Background: an optimization exercise with open tools, aiming at small area, a short achievable clock period and few clock cycles. Do not read the settings as production practice. RTL that was checked went through simulation tests only; none was proved equivalent to the original.

## page_codec
module page_codec (
    input  wire         clk,
    input  wire         rst,         
    input  wire         in_valid,
    output wire         in_ready,
    input  wire [23:0]  in_word,
    output reg          w_valid,
    output reg  [17:0]  w_data,
    output reg  [2:0]   w_status,
    output reg          pg_done,
    output wire [287:0] pg_check,    
    output wire [287:0] pg_syn,      
    output reg          pg_nz,       
    output wire [7:0]   pg_uncorr    
);
    localparam NCHK = 32;
    function [8:0] gf_mul(input [8:0] a, input [8:0] b);
        integer k;
        reg [8:0] acc, sh;
        begin
            acc = 9'd0;
            sh  = a;
            for (k = 0; k < 9; k = k + 1) begin
                if (b[k])
                    acc = acc ^ sh;
                sh = {sh[7:0], 1'b0} ^ (sh[8] ? 9'h011 : 9'h000);
            end
            gf_mul = acc;
        end
    endfunction
    function [8:0] gen_coef(input integer i);
        case (i)
             1: gen_coef = 9'h197;  2: gen_coef = 9'h02D;  3: gen_coef = 9'h008;  4: gen_coef = 9'h186;
             5: gen_coef = 9'h0DB;  6: gen_coef = 9'h1B0;  7: gen_coef = 9'h085;  8: gen_coef = 9'h143;
             9: gen_coef = 9'h19E; 10: gen_coef = 9'h1E8; 11: gen_coef = 9'h067; 12: gen_coef = 9'h0A8;
            13: gen_coef = 9'h03D; 14: gen_coef = 9'h1BD; 15: gen_coef = 9'h063; 16: gen_coef = 9'h193;
            17: gen_coef = 9'h0BA; 18: gen_coef = 9'h01C; 19: gen_coef = 9'h130; 20: gen_coef = 9'h1C9;
            21: gen_coef = 9'h1C6; 22: gen_coef = 9'h146; 23: gen_coef = 9'h09A; 24: gen_coef = 9'h036;
            25: gen_coef = 9'h1C4; 26: gen_coef = 9'h0DF; 27: gen_coef = 9'h179; 28: gen_coef = 9'h0A7;
            29: gen_coef = 9'h05E; 30: gen_coef = 9'h04B; 31: gen_coef = 9'h0BC; 32: gen_coef = 9'h04E;
            default: gen_coef = 9'h000;
        endcase
    endfunction
  ...
export LEC_CHECK = 0
export ABC_CLOCK_PERIOD_IN_PS = 3000
export CAP_MARGIN = 20
export CORE_MARGIN = 2
export CORE_UTILIZATION = 40
export PLACE_DENSITY = 0.6
export SETUP_SLACK_MARGIN = 5
export SLEW_MARGIN = 20
create_clock -name core_clock -period 10.0 [get_ports {clk}]
standard.sh (not shown) runs the stock make flow with config.mk's settings and CLKGATE_MAP_FILE= SYNTH_SCRIPT=/design/flow/synth_recipe.tcl, a recipe that flattens the netlist after the stock synthesis.
==> flow/flow/run.sh <==
#!/bin/bash
# Standard ORFS layout, with every port buffered by a small, fast buffer
# (sky130_fd_sc_hd__buf_1) instead of the resizer's default choice.
set -euo pipefail
export BUFFER_PORTS_ARGS="-buffer_cell sky130_fd_sc_hd__buf_1"
bash standard.sh > standard_flow.log 2>&1
The first run finished with timing, DRC and antenna clean.
Next try:
--- a/flow/flow/run.sh
+++ b/flow/flow/run.sh
@@ -5,2 +5,3 @@
 export BUFFER_PORTS_ARGS="-buffer_cell sky130_fd_sc_hd__buf_1"
+export SETUP_SLACK_MARGIN=6
 bash standard.sh > standard_flow.log 2>&1
Settings changed: SETUP_SLACK_MARGIN 5 to default.
What happened: The changed run finished with timing, DRC and antenna clean. Worst hold slack gets better by 6.2 ps. Final area is higher by 0.98%. Area after synthesis does not change. Flip-flop and latch count does not change. Worst setup slack gets better by 690 ps.
Function was not checked in any run of this note: the RTL went through the layout flow alone.


Setup of amber:
page_codec, a different RTL version from the one above (not shown whole).
For scale: about 690 flip-flops.
==> flow/config.mk <==
export PLATFORM = sky130hd
export DESIGN_NAME = page_codec
export DESIGN_NICKNAME = page_codec
export VERILOG_FILES = /design/flow/design.v
export SDC_FILE = /design/flow/constraint.sdc
export NUM_CORES = 4
export LEC_CHECK = 0
export ABC_CLOCK_PERIOD_IN_PS = 3000
export CAP_MARGIN = 20
export CORE_MARGIN = 2
export CORE_UTILIZATION = 40
export PLACE_DENSITY = 0.85
export SLEW_MARGIN = 20
==> flow/constraint.sdc <==
create_clock -name core_clock -period 10.0 [get_ports {clk}]
set_input_delay 2.0000 -clock core_clock [delete_from_list [all_inputs] [get_ports {clk}]]
set_output_delay 2.0000 -clock core_clock [all_outputs]
set_load 0.01 [all_outputs]
==> flow/flow/run.sh <==
#!/bin/bash
# Standard ORFS layout, with every port buffered by a small, fast buffer
# (sky130_fd_sc_hd__buf_1) instead of the resizer's default choice.
set -euo pipefail
export BUFFER_PORTS_ARGS="-buffer_cell sky130_fd_sc_hd__buf_1"
export SETUP_SLACK_MARGIN=6.5
bash standard.sh > standard_flow.log 2>&1
Testbench counts of amber, summed over its fixed seeds: cycles 30,744.
### amber -> tundra
==> flow/flow/run.sh <==
#!/bin/bash
# Standard ORFS layout, with every port buffered by a small, fast buffer
# (sky130_fd_sc_hd__buf_2) instead of the resizer's default choice.
set -euo pipefail
export BUFFER_PORTS_ARGS="-buffer_cell sky130_fd_sc_hd__buf_2"
export SETUP_SLACK_MARGIN=6.6
bash standard.sh > standard_flow.log 2>&1
Results
Compared with amber, tundra shows a higher area growth from synthesis to final layout.
tundra: final cell count without fillers higher than amber
The post-route fraction of the period consumed by the critical path of tundra and that of amber are within noise of each other.
amber reports its origin of the worst setup path as rem[20][1]$_SDFFCE_PP0P_ while tundra reports fbq_lo[5]$_DFFE_PP_.
Via count (tundra vs. amber) increases by a few percent
tundra vs. amber: detailed-routing iteration count for the pre-antenna-repair pass increased by 2 relative to the old numbers; hold slack increased by 21 ps relative to the old numbers; count of plain and timing-repair buffers in the layout increased by 223 relative to the old numbers.
Here is what was changed in the inputs of indigo compared with tundra.
Settings: an added ABC_AREA of 1.
==> flow/flow/run.sh <==
#!/bin/bash
# Standard ORFS layout, with every port buffered by a small, fast buffer
# (sky130_fd_sc_hd__buf_1) instead of the resizer's default choice.
set -euo pipefail
export BUFFER_PORTS_ARGS="-buffer_cell sky130_fd_sc_hd__buf_1"
export SETUP_SLACK_MARGIN=6.5
bash standard.sh > standard_flow.log 2>&1
--- outcome ---
- Worst hold slack, indigo and tundra, higher one = tundra.
- Of indigo and tundra, tundra shows the lower via count, with indigo above it.
- Compared tundra against indigo; final area within noise.
- Setup slack after layout is lower on indigo
- Required time at the worst-slack endpoint sits lower in indigo than in tundra.
- Sort indigo and tundra by non-clock buffer count asc -> top: indigo
- Initial antenna violation count was higher in the run labelled indigo.
- Changes observed in indigo relative to tundra: total wire length now sits higher; critical path depth now sits lower; maximum frequency now sits lower.


page_codec again, from the RTL that the note above started with.
==> flow/config.mk <==
export PLATFORM = sky130hd
export DESIGN_NAME = page_codec
export DESIGN_NICKNAME = page_codec
export VERILOG_FILES = /design/flow/design.v
export SDC_FILE = /design/flow/constraint.sdc
export NUM_CORES = 4
export LEC_CHECK = 0
export ABC_CLOCK_PERIOD_IN_PS = 3000
export CAP_MARGIN = 20
export CORE_MARGIN = 2
export CORE_UTILIZATION = 40
export PLACE_DENSITY = 0.85
export SLEW_MARGIN = 20
==> flow/constraint.sdc <==
create_clock -name core_clock -period 10.0 [get_ports {clk}]
set_input_delay 2.0000 -clock core_clock [delete_from_list [all_inputs] [get_ports {clk}]]
set_output_delay 2.0000 -clock core_clock [all_outputs]
set_load 0.01 [all_outputs]
==> flow/flow/run.sh <==
#!/bin/bash
# Standard ORFS layout, with every port buffered by a small, fast buffer
# (sky130_fd_sc_hd__buf_1) instead of the resizer's default choice, and a
# clock tree with fewer levels.
set -euo pipefail
export BUFFER_PORTS_ARGS="-buffer_cell sky130_fd_sc_hd__buf_1"
export SETUP_SLACK_MARGIN=6.3
export CTS_ARGS="-sink_clustering_enable -repair_clock_nets -sink_clustering_size 20 -sink_clustering_max_diameter 100"
bash standard.sh > standard_flow.log 2>&1
The starting point went through all stages and came out clean.
Testbench counts at the start, summed over its fixed seeds: cycles 30,744.
==> next run, changes <==
==> flow/flow/run.sh (replaced) <==
#!/bin/bash
# Standard ORFS layout, with every port buffered by a small, fast buffer
# (sky130_fd_sc_hd__buf_1) instead of the resizer's default choice.
set -euo pipefail
export BUFFER_PORTS_ARGS="-buffer_cell sky130_fd_sc_hd__buf_1"
export SETUP_SLACK_MARGIN=6.5
bash standard.sh > standard_flow.log 2>&1
- PLACE_DENSITY: 0.85 -> 0.6
What happened: The new run finished clean. Area after synthesis does not change. Clock-buffer cell count rose by 56.
==> next run, changes <==
- CORE_UTILIZATION: 40 -> 60
- PLACE_DENSITY: 0.6 -> 0.9
Result:
- routed wire length drops by a few percent
- clock-buffer cell count is lower by 7
- global-route usage went up by 13 points
- via count climbs by a few percent
- cell area goes down slightly
- worst setup slack gains 0.078 ns
- cell count goes down by a little under a tenth
- area after synthesis does not change
- core utilization increases by 23 points
- die area decreases by a quarter to a third


Starting RTL as in the previous note.
export LEC_CHECK = 0
export ABC_CLOCK_PERIOD_IN_PS = 3000
export CAP_MARGIN = 20
export CORE_MARGIN = 2
export CORE_UTILIZATION = 40
export PLACE_DENSITY = 0.6
export SLEW_MARGIN = 20
create_clock -name core_clock -period 10.0 [get_ports {clk}]
==> flow/flow/run.sh <==
#!/bin/bash
# Standard ORFS layout, with every port buffered by a small, fast buffer
# (sky130_fd_sc_hd__buf_1) instead of the resizer's default choice.
set -euo pipefail
export BUFFER_PORTS_ARGS="-buffer_cell sky130_fd_sc_hd__buf_1"
export SETUP_SLACK_MARGIN=6.8
bash standard.sh > standard_flow.log 2>&1
The first run completed with no timing, DRC or antenna violations.
Testbench counts at the start, summed over its fixed seeds: cycles 30,744.
Next try:
--- a/flow/flow/run.sh
+++ b/flow/flow/run.sh
@@ -3 +3,2 @@
-# (sky130_fd_sc_hd__buf_1) instead of the resizer's default choice.
+# (sky130_fd_sc_hd__buf_1) instead of the resizer's default choice, and a
+# clock tree with fewer levels.
@@ -6 +7,2 @@
-export SETUP_SLACK_MARGIN=6.8
+export SETUP_SLACK_MARGIN=6.5
+export CTS_ARGS="-sink_clustering_enable -repair_clock_nets -sink_clustering_size 20 -sink_clustering_max_diameter 100"
GPL_ROUTABILITY_DRIVEN = 0   (was unset)
PLACE_DENSITY = 0.85   (was 0.6)
Core utilization came out lower by 8.4 points. Setup slack gets worse by 0.18 ns. Die area stays the same. Worst hold slack gets better by 0.0053 ns. Sequential share of layout area came out higher by 5.7 points. Final cell count came out lower by 12%.

[static timing again, ports no longer ideal]
In the flow no input, the clock included, has a driving cell. The finished layouts below were timed again as built, in two steps.
Step 1, drivers: a clkbuf_16 drives clk and a buf_2 each remaining input, both assumed.
Step 2 times the ports against the registers' clock, not the clock port: input delays grow and output delays shrink by t, the midpoint of the rising clock arrivals with the driver on.
Slacks: no drivers / after step 1 / after step 2; pairs: no drivers / after step 1.
run | shift t [ns] | setup slack, ns | worst setup path after step 2 | worst register clock-pin slew, ns | worst slew at a driven data input, ns
the first run of note 1 | 0.754 | 5.140 / 5.140 / 5.140 | register to register | 0.07 / 0.07 | 0.04
the second run of note 1 | 0.750 | 5.831 / 5.831 / 5.831 | register to register | 0.07 / 0.07 | 0.04
amber | 0.741 | 6.520 / 6.445 / 6.521 | register to register | 0.07 / 0.07 | 0.03
tundra | 0.752 | 6.521 / 6.472 / 6.521 | register to register | 0.07 / 0.07 | 0.04
indigo | 0.770 | 6.468 / 6.391 / 6.484 | register to register | 0.07 / 0.07 | 0.08
the first run of note 3 | 0.717 | 6.263 / 6.263 / 6.263 | register to register | 0.09 / 0.09 | 0.03
the second run of note 3 | 0.734 | 6.401 / 6.401 / 6.401 | register to register | 0.07 / 0.07 | 0.05
the third run of note 3 | 0.718 | 6.479 / 6.407 / 6.480 | register to register | 0.07 / 0.07 | 0.07
the first run of note 4 | 0.732 | 6.581 / 6.507 / 6.674 | register to register | 0.07 / 0.07 | 0.06
the second run of note 4 | 0.715 | 6.400 / 6.398 / 6.400 | register to register | 0.10 / 0.10 | 0.04
After both steps every run listed still meets setup and hold.
